Context: an optimization exercise on an open-source flow, tuned for small area, a short achievable clock period and few clock cycles per item. The choices shown serve that exercise and are no tape-out recipe. In this exercise RTL edits were held to simulation tests only and were not proved equivalent to the original.

==> flow/design.v (outline; a module is shown in full before it is edited, if it fits) <==
// module rs_word_decoder: 508 lines
module rs_word_decoder (
  input              clk,
  input              rst,
  input              in_valid,
  output             in_ready,
  input      [303:0] in_word,
  output             out_valid,
  input              out_ready,
  output     [303:0] out_word,
  output     [1:0]   out_nerr,
  output             out_uncorrectable
);
  // ...
==> flow/run.sh <==
#!/bin/bash
# synth_recipe.tcl (not shown) runs the flow's synth.tcl, then flattens the netlist and writes it again
# the make line also repeats each setting of config.mk as NAME=value (left out here)
make -C /OpenROAD-flow-scripts/flow DESIGN_CONFIG=/design/flow/config.mk WORK_HOME=/design/flow/orfs CLKGATE_MAP_FILE= SYNTH_SCRIPT=/design/flow/synth_recipe.tcl finish
==> flow/config.mk <==
export PLATFORM = sky130hd
export DESIGN_NAME = rs_word_decoder
export DESIGN_NICKNAME = rs_word_decoder
export VERILOG_FILES = /design/flow/design.v
export SDC_FILE = /design/flow/constraint.sdc
export NUM_CORES = 4
export LEC_CHECK = 0
export CAP_MARGIN = 20
export CORE_MARGIN = 2
export CORE_UTILIZATION = 40
export PLACE_DENSITY = 0.6
export SETUP_SLACK_MARGIN = 3.2
export SLEW_MARGIN = 20
==> flow/constraint.sdc <==
create_clock -name core_clock -period 8.0 [get_ports {clk}]
set_input_delay 1.6000 -clock core_clock [delete_from_list [all_inputs] [get_ports {clk}]]
set_output_delay 1.6000 -clock core_clock [all_outputs]
set_load 0.01 [all_outputs]
==> results.json, run 1 <==
{
  "ys_top_cells_by_area": "edfxtp_1 (41%), xnor2_1 (30%), xor2_1 (7.9%)",
  "synth_compound_area_share_pct": 7.23,
  "grt_overflow": 0,
  "place_ws_ns": 1.31,
  "synth_top_area_share_pct": 41.4,
  "fin_util_pct": 47.4,
  "drtAntennaViolNets": 0,
  "tns_ns": 0,
  "multi_input_area_share_pct": 49.8,
  "grt_max_degree": 208,
  "grt_util_met3_pct": 26.6,
  "status": "finished clean",
  "hold_violations": 0,
  "synth-simple-area-share_pct": 7.96,
  "worstHoldStart": "w1[154]$_DFFE_PP_",
  "r2r_end": "od5_1[4]$_DFFE_PP_",
  "hp-class": "flop to flop",
  "grtUsageMet1_pct": 66.4,
  "clock_area_share_pct": 4.13,
  "seq_share_pct": 35.2,
  "buffers": 1860,
  "core.rowCount": 253,
  "die_w_um": 695,
  "clock_latency_ns": 1.05,
  "cp-start-kind": "primary input",
  "wl_met3_um": 208000,
  "cts_tree": "built",
  "dpl.hpwl_um": 992000,
  "max_freq_mhz": 189,
  "grt_pass1_wl_um": 1620000,
  "cp_num_buf_inv": 2,
  "yosysSeqAreaShare_pct": 41.5,
  "inverters": 126,
  "startpoint": "in_word[39]"
}
Testbench counts, summed over its fixed seeds: cycles 1,656, items 1,600.
==> inputs of run 2 (changes only) <==
--- a/flow/design.v
+++ b/flow/design.v
@@ -64,13 +64,22 @@
       endcase
     end
   endfunction
-  function automatic [7:0] gt_inv(input [7:0] a);
-    reg [3:0] a1, a0, d;
+  function automatic [7:0] gt_conj(input [7:0] a);
+    begin
+      gt_conj = {a[7:4], a[3:0] ^ a[7:4]};
+    end
+  endfunction
+  function automatic [3:0] gt_norm(input [7:0] a);
+    reg [3:0] a1, a0;
     begin
       a1 = a[7:4];
       a0 = a[3:0];
-      d  = g16_inv(gt_l1sq(a1) ^ g16_mul(a1, a0) ^ {(a0[3]), (a0[1] ^ a0[3]), (a0[2]), (a0[0] ^ a0[2])});
-      gt_inv = {g16_mul(a1, d), g16_mul(a0 ^ a1, d)};
+      gt_norm = gt_l1sq(a1) ^ g16_mul(a1, a0) ^ {(a0[3]), (a0[1] ^ a0[3]), (a0[2]), (a0[0] ^ a0[2])};
+    end
+  endfunction
+  function automatic [7:0] gt_scale(input [7:0] a, input [3:0] d);
+    begin
+      gt_scale = {g16_mul(a[7:4], d), g16_mul(a[3:0], d)};
     end
   endfunction
   function automatic [3:0] gt_l1sq(input [3:0] a);
@@ -94,9 +103,36 @@
     end
   endfunction
   reg          ov;
-  wire         adv = ~ov | out_ready;
-  assign in_ready = adv;
-  wire [303:0] win = in_word;
+  reg          v6;
+  reg  [303:0] w6;
+  reg  [2:0]   tg6;
+  reg  [2:0]   tin;     
+  reg  [2:0]   tout;    
+  wire         dlv  = v6 & (tg6 == tout) & (~ov | out_ready);
+  wire         recirc = v6 & ~dlv;
+  assign in_ready = ~recirc;
+  always @(posedge clk) begin
+    if (rst) begin
+      tin  <= 3'd0;
+      tout <= 3'd0;
+    end else begin
+      if (~recirc & in_valid) tin <= tin + 3'd1;
+      if (dlv)                tout <= tout + 3'd1;
+    end
+  end
+  reg          v0;
+  reg  [2:0]   tg0;
+  reg  [303:0] w0;
+  always @(posedge clk) begin
+    if (rst) v0 <= 1'b0;
+    else     v0 <= recirc | in_valid;
+  end
+  always @(posedge clk)
+    begin
+      tg0 <= recirc ? tg6 : tin;
+      w0  <= recirc ? w6 : in_word;
+    end
+  wire [303:0] win = w0;
   wire [7:0] syn0;
   wire [7:0] syn1;
   wire [7:0] syn2;
@@ -152,15 +188,17 @@
   assign syn5[6] = win[1] ^ win[2] ^ win[4] ^ win[6] ^ win[10] ^ win[11] ^ win[14] ^ win[15] ^ win[16] ^ win[17] ^ win[18] ^ win[20] ^ win[23] ^ win[24] ^ win[26] ^ win[27] ^ win[28] ^ win[29] ^ win[30] ^ win[31] ^ win[34] ^ win[35] ^ win[36] ^ win[37] ^ win[39] ^ win[40] ^ win[41] ^ win[43] ^ win[44] ^ win[47] ^ win[48] ^ win[49] ^ win[50] ^ win[52] ^ win[53] ^ win[54] ^ win[56] ^ win[58] ^ win[61] ^ win[62] ^ win[63] ^ win[64] ^ win[67] ^ win[69] ^ win[71] ^ win[75] ^ win[77] ^ win[81] ^ win[84] ^ win[89] ^ win[91] ^ win[92] ^ win[94] ^ win[97] ^ win[98] ^ win[102] ^ win[105] ^ win[106] ^ win[107] ^ win[110] ^ win[111] ^ win[112] ^ win[113] ^ win[114] ^ win[115] ^ win[118] ^ win[119] ^ win[120] ^ win[121] ^ win[125] ^ win[126] ^ win[127] ^ win[130] ^ win[131] ^ win[133] ^ win[134] ^ win[138] ^ win[143] ^ win[144] ^ win[145] ^ win[147] ^ win[151] ^ win[152] ^ win[154] ^ win[156] ^ win[157] ^ win[158] ^ win[160] ^ win[162] ^ win[163] ^ win[164] ^ win[165] ^ win[167] ^ win[168] ^ win[169] ^ win[170] ^ win[172] ^ win[173] ^ win[175] ^ win[179] ^ win[180] ^ win[181] ^ win[182] ^ win[183] ^ win[184] ^ win[186] ^ win[187] ^ win[193] ^ win[194] ^ win[197] ^ win[199] ^ win[201] ^ win[202] ^ win[204] ^ win[206] ^ win[207] ^ win[209] ^ win[211] ^ win[212] ^ win[214] ^ win[215] ^ win[220] ^ win[222] ^ win[224] ^ win[227] ^ win[232] ^ win[233] ^ win[235] ^ win[236] ^ win[237] ^ win[242] ^ win[245] ^ win[246] ^ win[248] ^ win[249] ^ win[252] ^ win[255] ^ win[261] ^ win[262] ^ win[265] ^ win[266] ^ win[267] ^ win[273] ^ win[276] ^ win[278] ^ win[279] ^ win[280] ^ win[281] ^ win[282] ^ win[286] ^ win[289] ^ win[293] ^ win[294] ^ win[295] ^ win[302];
   assign syn5[7] = win[2] ^ win[3] ^ win[5] ^ win[7] ^ win[8] ^ win[11] ^ win[12] ^ win[15] ^ win[16] ^ win[17] ^ win[18] ^ win[19] ^ win[21] ^ win[24] ^ win[25] ^ win[27] ^ win[28] ^ win[29] ^ win[30] ^ win[31] ^ win[32] ^ win[35] ^ win[36] ^ win[37] ^ win[38] ^ win[40] ^ win[41] ^ win[42] ^ win[44] ^ win[45] ^ win[49] ^ win[50] ^ win[51] ^ win[53] ^ win[54] ^ win[55] ^ win[57] ^ win[59] ^ win[62] ^ win[63] ^ win[65] ^ win[68] ^ win[70] ^ win[72] ^ win[76] ^ win[78] ^ win[80] ^ win[82] ^ win[85] ^ win[90] ^ win[92] ^ win[93] ^ win[95] ^ win[98] ^ win[99] ^ win[103] ^ win[106] ^ win[107] ^ win[108] ^ win[111] ^ win[113] ^ win[114] ^ win[115] ^ win[116] ^ win[119] ^ win[121] ^ win[122] ^ win[126] ^ win[127] ^ win[131] ^ win[132] ^ win[134] ^ win[135] ^ win[139] ^ win[144] ^ win[145] ^ win[146] ^ win[148] ^ win[152] ^ win[153] ^ win[155] ^ win[157] ^ win[158] ^ win[159] ^ win[160] ^ win[161] ^ win[163] ^ win[164] ^ win[165] ^ win[166] ^ win[168] ^ win[169] ^ win[170] ^ win[171] ^ win[173] ^ win[174] ^ win[180] ^ win[181] ^ win[182] ^ win[183] ^ win[185] ^ win[187] ^ win[188] ^ win[192] ^ win[194] ^ win[195] ^ win[198] ^ win[200] ^ win[202] ^ win[203] ^ win[205] ^ win[207] ^ win[208] ^ win[210] ^ win[212] ^ win[213] ^ win[215] ^ win[221] ^ win[223] ^ win[224] ^ win[225] ^ win[228] ^ win[233] ^ win[234] ^ win[236] ^ win[237] ^ win[238] ^ win[240] ^ win[243] ^ win[246] ^ win[247] ^ win[249] ^ win[250] ^ win[253] ^ win[262] ^ win[263] ^ win[264] ^ win[266] ^ win[267] ^ win[268] ^ win[274] ^ win[277] ^ win[279] ^ win[281] ^ win[282] ^ win[283] ^ win[287] ^ win[290] ^ win[294] ^ win[295] ^ win[303];
   reg          v1;
+  reg  [2:0]   tg1;
   reg  [303:0] w1;
   reg  [7:0]   s1_0, s1_1, s1_2, s1_3, s1_4, s1_5;
   always @(posedge clk) begin
     if (rst)      v1 <= 1'b0;
-    else if (adv) v1 <= in_valid;
+    else     v1 <= v0;
   end
   always @(posedge clk)
-    if (adv) begin
-      w1 <= win;
+    begin
+      tg1 <= tg0;
+      w1 <= w0;
       s1_0 <= syn0; s1_1 <= syn1; s1_2 <= syn2;
       s1_3 <= syn3; s1_4 <= syn4; s1_5 <= syn5;
     end
@@ -184,6 +222,7 @@
   wire [7:0] p04 = gt_mul(t0, t4);
   wire [7:0] p05 = gt_mul(t0, t5);
   reg          v2;
+  reg  [2:0]   tg2;
   reg  [303:0] w2;
   reg  [7:0]   s2_0, s2_1, s2_2, s2_3, s2_4, s2_5;
   reg  [7:0]   x1, x2, x3, x4, x5, x6, d2, l21;
@@ -191,11 +230,12 @@
   reg          z0ok;      
   always @(posedge clk) begin
     if (rst)      v2 <= 1'b0;
-    else if (adv) v2 <= v1;
+    else     v2 <= v1;
   end
   always @(posedge clk)
-    if (adv) begin
+    begin
       w2 <= w1;
+      tg2 <= tg1;
       s2_0 <= t0; s2_1 <= t1; s2_2 <= t2;
       s2_3 <= t3; s2_4 <= t4; s2_5 <= t5;
       x1  <= p24 ^ gt_sq(t3);
@@ -220,23 +260,29 @@
   wire nz1 = |s2_0;
   wire [3:0] cs = nz3 ? 4'b1000 : nz2 ? 4'b0100 : nz1 ? 4'b0010 : 4'b0001;
   reg          v3;
+  reg  [2:0]   tg3;
   reg  [303:0] w3;
   reg  [7:0]   s3_0, s3_1, s3_2;
   reg  [7:0]   d3r, l31r, l32r, l33r, d2r, l21r, l22r, s3p0, s3p1;
+  reg  [7:0]   lt0, lt1, lt2;    
   reg  [3:0]   cs3;
   reg          cons3;
   always @(posedge clk) begin
     if (rst)      v3 <= 1'b0;
-    else if (adv) v3 <= v2;
+    else     v3 <= v2;
   end
   always @(posedge clk)
-    if (adv) begin
+    begin
       w3 <= w2;
+      tg3 <= tg2;
       s3_0 <= s2_0; s3_1 <= s2_1; s3_2 <= s2_2;
       d3r  <= to_poly(d3);  l31r <= to_poly(l31); l32r <= to_poly(l32); l33r <= to_poly(l33);
       d2r  <= to_poly(d2);  l21r <= to_poly(l21); l22r <= to_poly(x3);
       s3p0 <= to_poly(s2_0); s3p1 <= to_poly(s2_1);
       cs3  <= cs;
+      lt0  <= cs[3] ? d3  : cs[2] ? d2  : cs[1] ? s2_0 : 8'h01;
+      lt1  <= cs[3] ? l31 : cs[2] ? l21 : cs[1] ? s2_1 : 8'h00;
+      lt2  <= cs[3] ? l32 : cs[2] ? x3  : 8'h00;
       cons3 <= cs[3] | (cs[2] & (c2 == 8'h00)) |
                (cs[1] & (l21 == 8'h00) & (z2v == 8'h00) & (z3v == 8'h00)) |
                (cs[0] & z0ok);
@@ -247,9 +293,6 @@
   wire [7:0] lm3 = ({8{cs3[3]}} & l33r);
   wire [1:0] nu  = {cs3[3] | cs3[2], cs3[3] | cs3[1]};
   wire       cons = cons3;
-  wire [7:0] lt0 = to_tow(lm0);
-  wire [7:0] lt1 = to_tow(lm1);
-  wire [7:0] lt2 = to_tow(lm2);
   wire [7:0] om0 = gt_mul(lt0, s3_0);
   wire [7:0] om1 = gt_mul(lt0, s3_1) ^ gt_mul(lt1, s3_0);
   wire [7:0] om2 = gt_mul(lt0, s3_2) ^ gt_mul(lt1, s3_1) ^ gt_mul(lt2, s3_0);
@@ -293,6 +336,7 @@
   assign root[36] = ~((lm0[0] ^ lm1[1] ^ lm2[0] ^ lm2[2] ^ lm3[0] ^ lm3[1] ^ lm3[3]) | (lm0[1] ^ lm1[0] ^ lm1[2] ^ lm2[0] ^ lm2[1] ^ lm2[3] ^ lm3[1] ^ lm3[2] ^ lm3[4]) | (lm0[2] ^ lm1[0] ^ lm1[3] ^ lm2[0] ^ lm2[1] ^ lm2[4] ^ lm3[0] ^ lm3[1] ^ lm3[2] ^ lm3[5]) | (lm0[3] ^ lm1[0] ^ lm1[4] ^ lm2[1] ^ lm2[5] ^ lm3[0] ^ lm3[2] ^ lm3[6]) | (lm0[4] ^ lm1[5] ^ lm2[6] ^ lm3[7]) | (lm0[5] ^ lm1[6] ^ lm2[7] ^ lm3[0]) | (lm0[6] ^ lm1[7] ^ lm2[0] ^ lm3[1]) | (lm0[7] ^ lm1[0] ^ lm2[1] ^ lm3[0] ^ lm3[2]));
   assign root[37] = ~((lm0[0] ^ lm1[0] ^ lm2[0] ^ lm3[0]) | (lm0[1] ^ lm1[1] ^ lm2[1] ^ lm3[1]) | (lm0[2] ^ lm1[2] ^ lm2[2] ^ lm3[2]) | (lm0[3] ^ lm1[3] ^ lm2[3] ^ lm3[3]) | (lm0[4] ^ lm1[4] ^ lm2[4] ^ lm3[4]) | (lm0[5] ^ lm1[5] ^ lm2[5] ^ lm3[5]) | (lm0[6] ^ lm1[6] ^ lm2[6] ^ lm3[6]) | (lm0[7] ^ lm1[7] ^ lm2[7] ^ lm3[7]));
   reg          v4;
+  reg  [2:0]   tg4;
   reg  [303:0] w4;
   reg  [37:0]  root4;
   reg  [7:0]   lam1, lam3, omg0, omg1, omg2;
@@ -300,26 +344,25 @@
   reg          cons4;
   always @(posedge clk) begin
     if (rst)      v4 <= 1'b0;
-    else if (adv) v4 <= v3;
+    else     v4 <= v3;
   end
   always @(posedge clk)
-    if (adv) begin
+    begin
       w4 <= w3;
+      tg4 <= tg3;
       root4 <= root;
       lam1 <= lm1; lam3 <= lm3;
       omg0 <= om0; omg1 <= om1; omg2 <= om2;
       nu4 <= nu; cons4 <= cons;
     end
-  wire [37:0] bef, aft, g0, g1, g2, g1bef;
+  wire [37:0] bef, aft, g0, g1, g2;
   genvar gk;
   generate
     for (gk = 0; gk < 38; gk = gk + 1) begin : g_slot
       if (gk == 0) begin : g_f
         assign bef[gk]   = 1'b0;
-        assign g1bef[gk] = 1'b0;
       end else begin : g_n
         assign bef[gk]   = |root4[gk-1:0];
-        assign g1bef[gk] = |g1[gk-1:0];
       end
       if (gk == 37) begin : g_l
         assign aft[gk] = 1'b0;
@@ -334,10 +377,6 @@
   wire n1 = |root4;
   wire n2 = |(root4 & bef);
   wire n3 = |g1;
-  wire n4 = |(g1 & g1bef);
-  wire cnt_ok = (nu4 == 2'd0) ? ~n1 :
-                (nu4 == 2'd1) ? (n1 & ~n2) :
-                (nu4 == 2'd2) ? (n2 & ~n3) : (n3 & ~n4);
   wire [7:0] oddk [0:37];
   wire [7:0] omk  [0:37];
   assign oddk[0] = {(lam1[0] ^ lam1[2] ^ lam1[7] ^ lam3[0] ^ lam3[3] ^ lam3[5] ^ lam3[7]), (lam1[0] ^ lam3[0] ^ lam3[3] ^ lam3[4] ^ lam3[7]), (lam1[2] ^ lam1[5] ^ lam3[0] ^ lam3[1] ^ lam3[2] ^ lam3[3] ^ lam3[6]), (lam1[1] ^ lam1[2] ^ lam1[4] ^ lam1[6] ^ lam3[0] ^ lam3[4] ^ lam3[5] ^ lam3[6] ^ lam3[7]), (lam1[3] ^ lam1[4] ^ lam1[5] ^ lam1[6] ^ lam1[7] ^ lam3[5]), (lam1[1] ^ lam1[2] ^ lam1[6] ^ lam1[7] ^ lam3[2] ^ lam3[5] ^ lam3[6]), (lam1[0] ^ lam1[2] ^ lam1[5] ^ lam1[7] ^ lam3[1] ^ lam3[3] ^ lam3[4]), (lam1[0] ^ lam1[2] ^ lam1[3] ^ lam1[4] ^ lam1[7] ^ lam3[4] ^ lam3[7])};
@@ -436,49 +475,71 @@
     end
   end
   reg          v5;
+  reg  [2:0]   tg5;
   reg  [303:0] w5;
   reg  [7:0]   od5_0, od5_1, od5_2, om5_0, om5_1, om5_2;
   reg  [5:0]   id5_0, id5_1, id5_2;
   reg  [2:0]   sv5;
   reg  [1:0]   nu5;
-  reg          corr5;
+  reg          cons5, n1_5, n2_5, n3_5;
+  reg  [37:0]  g1_5;
   always @(posedge clk) begin
     if (rst)      v5 <= 1'b0;
-    else if (adv) v5 <= v4;
+    else     v5 <= v4;
   end
   always @(posedge clk)
-    if (adv) begin
+    begin
       w5 <= w4;
+      tg5 <= tg4;
       od5_0 <= sod0; od5_1 <= sod1; od5_2 <= sod2;
       om5_0 <= som0; om5_1 <= som1; om5_2 <= som2;
       id5_0 <= sid0; id5_1 <= sid1; id5_2 <= sid2;
       sv5   <= {|g2, |g1, |g0};
       nu5   <= nu4;
-      corr5 <= cons4 & cnt_ok;
+      cons5 <= cons4;
+      n1_5 <= n1; n2_5 <= n2; n3_5 <= n3;
+      g1_5 <= g1;
     end
-  reg          v6;
-  reg  [303:0] w6;
-  reg  [7:0]   iv6_0, iv6_1, iv6_2, om6_0, om6_1, om6_2;
+  wire [37:0] g1bef;
+  genvar gq;
+  generate
+    for (gq = 0; gq < 38; gq = gq + 1) begin : g_cnt
+      if (gq == 0) begin : g_f
+        assign g1bef[gq] = 1'b0;
+      end else begin : g_n
+        assign g1bef[gq] = |g1_5[gq-1:0];
+      end
+    end
+  endgenerate
+  wire n4 = |(g1_5 & g1bef);
+  wire cnt_ok = (nu5 == 2'd0) ? ~n1_5 :
+                (nu5 == 2'd1) ? (n1_5 & ~n2_5) :
+                (nu5 == 2'd2) ? (n2_5 & ~n3_5) : (n3_5 & ~n4);
+  wire corr5 = cons5 & cnt_ok;
+  reg  [7:0]   pn6_0, pn6_1, pn6_2;    
+  reg  [3:0]   dn6_0, dn6_1, dn6_2;    
   reg  [5:0]   id6_0, id6_1, id6_2;
   reg  [2:0]   sv6;
   reg  [1:0]   nu6;
   reg          corr6;
   always @(posedge clk) begin
     if (rst)      v6 <= 1'b0;
-    else if (adv) v6 <= v5;
+    else     v6 <= v5;
   end
   always @(posedge clk)
-    if (adv) begin
+    begin
       w6 <= w5;
-      iv6_0 <= gt_inv(od5_0); iv6_1 <= gt_inv(od5_1); iv6_2 <= gt_inv(od5_2);
-      om6_0 <= om5_0; om6_1 <= om5_1; om6_2 <= om5_2;
+      tg6 <= tg5;
+      pn6_0 <= gt_mul(om5_0, gt_conj(od5_0)); dn6_0 <= gt_norm(od5_0);
+      pn6_1 <= gt_mul(om5_1, gt_conj(od5_1)); dn6_1 <= gt_norm(od5_1);
+      pn6_2 <= gt_mul(om5_2, gt_conj(od5_2)); dn6_2 <= gt_norm(od5_2);
       id6_0 <= id5_0; id6_1 <= id5_1; id6_2 <= id5_2;
       sv6 <= sv5 & {3{corr5}};
-      nu6 <= nu5; corr6 <= corr5;
+      nu6 <= nu5; corr6 <= corr5;    
     end
-  wire [7:0] ev0 = to_poly(gt_mul(om6_0, iv6_0));
-  wire [7:0] ev1 = to_poly(gt_mul(om6_1, iv6_1));
-  wire [7:0] ev2 = to_poly(gt_mul(om6_2, iv6_2));
+  wire [7:0] ev0 = to_poly(gt_scale(pn6_0, g16_inv(dn6_0)));
+  wire [7:0] ev1 = to_poly(gt_scale(pn6_1, g16_inv(dn6_1)));
+  wire [7:0] ev2 = to_poly(gt_scale(pn6_2, g16_inv(dn6_2)));
   reg  [303:0] fix;
   integer q;
   always @* begin
@@ -493,10 +554,11 @@
   reg          ou;
   always @(posedge clk) begin
     if (rst)      ov <= 1'b0;
-    else if (adv) ov <= v6;
+    else if (dlv) ov <= 1'b1;
+    else if (out_ready) ov <= 1'b0;
   end
   always @(posedge clk)
-    if (adv) begin
+    if (dlv) begin
       ow <= fix;
       on <= corr6 ? nu6 : 2'd0;
       ou <= ~corr6;
==> results.json, run 2 <==
{
  "cap_violations": 1,
  "worstPathMaxFanout": 38,
  "dpl.hpwl_um": 979000,
  "ioPinCount": 617,
  "syn_area_um2": 180000,
  "slew_headroom_pct": -5.87,
  "rsz0062_at_grt": "true",
  "cp.required_ns": 8.81,
  "cts_hold_repair.buffers": 0,
  "slew_viol_final": 4,
  "die-area_um2": 456000,
  "worstMarginPinSlew_ns": 1.59,
  "fp.coreArea_um2": 449000,
  "place_area_um2": 200000,
  "cts_sinks": 3021,
  "syn_nets": 19300,
  "skew_ns": 0.124,
  "synth_edf_count": 307,
  "syn_to_final_growth_pct": 18.5,
  "cp-end-kind": "flop",
  "drc": 0,
  "core.rowCount": 246,
  "numPortBuffers": 616,
  "grt_pass1_wl_um": 1650000,
  "clockBufferDepth": 4,
  "ctsRootBufferMaster": "clkbuf_16",
  "async_flop_share_pct": 0,
  "hp-class": "flop to flop",
  "fin_nets": 20300,
  "routed_wl_um": 1310000,
  "vias": 171000,
  "finalNonFillerCells": 26400,
  "drt_pass1_iterations": 15,
  "grt_util_met3_pct": 30.0,
  "ys_ff_latch": 3021,
  "fin_crit_sh_pct": 64.6,
  "tns_ns": 0,
  "post-place-cells": 25500,
  "synth_common_cells": "xnor2_1 (6688), dfxtp_1 (2714), nor2_1 (1724)",
  "finalSetupViolations": 0,
  "grt_max_degree": 128,
  "cp.arrival_ns": 5.98,
  "drtAntennaViolNets": 0,
  "fin_crit_ns": 5.17,
  "cts.clk_slew.worst_paths_ns": 0.07,
  "cp-start-kind": "flop",
  "hold_violations": 0,
  "gp_congestion": 1.22,
  "htreeDepth": 5,
  "drt_iter0_drc": 30500,
  "synth_top_area_share_pct": 32.5,
  "grt_busiest_layer": "met2",
  "ys_warn_count": 1,
  "met2_usage_pct": 75.8,
  "start_util_pct": 40.1,
  "track_usage_pct": 56.0,
  "synth_top_cell_by_area": "xnor2_1",
  "syn_inst": 19000,
  "syn-mean-instance-area_um2": 9.50,
  "violations": "capacitance limit, slew limit",
  "clock_latency_ns": 1.10,
  "cts_tree": "built",
  "grt_pass1_vias": 150000,
  "wl_per_cell_um": 49.5,
  "antenna_found_initial": 243,
  "status": "complete, but fails checks",
  "max_freq_mhz": 194,
  "fin_util_pct": 47.6,
  "ys.flop_type": "dfxtp_1",
  "synth_most_common_cell": "xnor2_1",
  "yosysSeqAreaShare_pct": 35.3,
  "grt_overflow": 0,
  "die_w_um": 675,
  "cts_buffers": 314,
  "vias_per_cell": 6.45,
  "ys_top_cells_by_area": "xnor2_1 (33%), dfxtp_1 (30%), xor2_1 (7.9%)",
  "final_area_um2": 214000,
  "synth.distinct_cells": 102,
  "die_y_um": 675,
  "grtUsageMet1_pct": 59.9,
  "worstSetupPathType": "flop to flop"
}
-- run 2: cell count changes after synthesis, sizes merged, moves of 139 or more --
cell,change
a21oi,-139
dfxtp,+2707
edfxtp,-2325
mux2,+318
nor2,+299
o22ai,+192
-- run 2: final cells by class --
type	count	area [µm²]
sequential	3021	63700
clock inverter	129	1640
clock buffer	450	9310
fill	42200	235000
tap	5952	7450
inverter	140	552
antenna	301	753
timing repair buffer	1782	15400
multi-input combinational	14700	115000
-- run 2: worst max-delay path, stage by stage (launching register included) --
cell     delay (ns)
dfxtp_2        0.68
buf_4          0.52
a22oi_2        0.18
buf_4          0.33
xnor2_1        1.04
xnor2_1        0.30
xnor2_1        0.25
xnor2_1        0.97
a21oi_1        0.14
nor3_1         0.50
-- run 2: layer usage --
metal / part of all wire (%) / up-vias / routed length [µm]
li1: - / 63800 / -
met1: 34 / 82400 / 439000
met4: 13 / 65 / 171000
met3: 14 / 6626 / 185000
met2: 39 / 17700 / 513000
met5: 0.11 / - / 1500
-- run 2: kinds of logic after synthesis --
| family | share of synthesized area, % |
|---|---|
| xor+xnor | 43.3 |
| simple gates | 9.40 |
| flops | 35.3 |
| compound gates | 6.47 |
| buf+inv | 2.87 |
| mux | 2.34 |
| fa+ha+maj | 0.313 |
-- run 2: path summary, 6_finish.rpt --
kind / end / slack, ns / start / depth (start not counted)
setup / recovery: root4[6]$_DFF_P_ / 2.83 / cs3[3]$_DFF_P_ / 9
hold / removal: w6[136]$_DFF_P_ / 0.24 / w5[136]$_DFF_P_ / 0
setup reg to reg: root4[6]$_DFF_P_ / 2.83 / cs3[3]$_DFF_P_ / 9
hold reg to reg: w6[136]$_DFF_P_ / 0.24 / w5[136]$_DFF_P_ / 0
-- run 2: stage by stage --
stage / worst slack [ns] / hold slack, ns
after detailed placement: 2.64 / 0.312
after global placement: 1.82 / 0.309
after global routing: 3.02 / 0.235
after floorplan: 3.17 / 0.310
final: 2.83 / 0.245
after CTS: 3.01 / 0.224
-- run 2: what timing repair did --
action,in CTS,in global routing
resized for setup,19,59
pin swaps,2,4
buffers inserted,6,14
endpoints found under the setup margin,35,70
cloned,1,0
Testbench counts of run 2, summed over its fixed seeds: cycles 1,664, items 1,600.

==> port drivers added, routing unchanged <==
The results above use ideal ports. As a check the final layout listed here was re-extracted and re-timed, cells and wires unchanged.
Step 1 sets driving cells, clkbuf_16 on the clock port and buf_2 on the other inputs (assumed; they add their load-dependent delay and slew).
Step 2 adds t to the input delays and takes it off the output delays; t is the mean of the earliest and latest rising clock arrival at the registers after step 1. Input paths then give back, and output paths get back, about the clock's delay inside the block.
a / b / c = ideal ports / drivers / drivers and shift; a / b = the first two.
run: run 1
t (ns): 1.106
setup slack, ns: 2.714 / 2.684 / 1.579
worst register clock-pin slew, ns: 0.09 / 0.09
worst slew at a driven data input, ns: 0.32
pins driven straight from the clock port: 1
After both steps run 1 still meets setup and hold. For run 1, drivers alone change the setup slack by -0.030 ns; drivers and shift together by -1.135 ns.
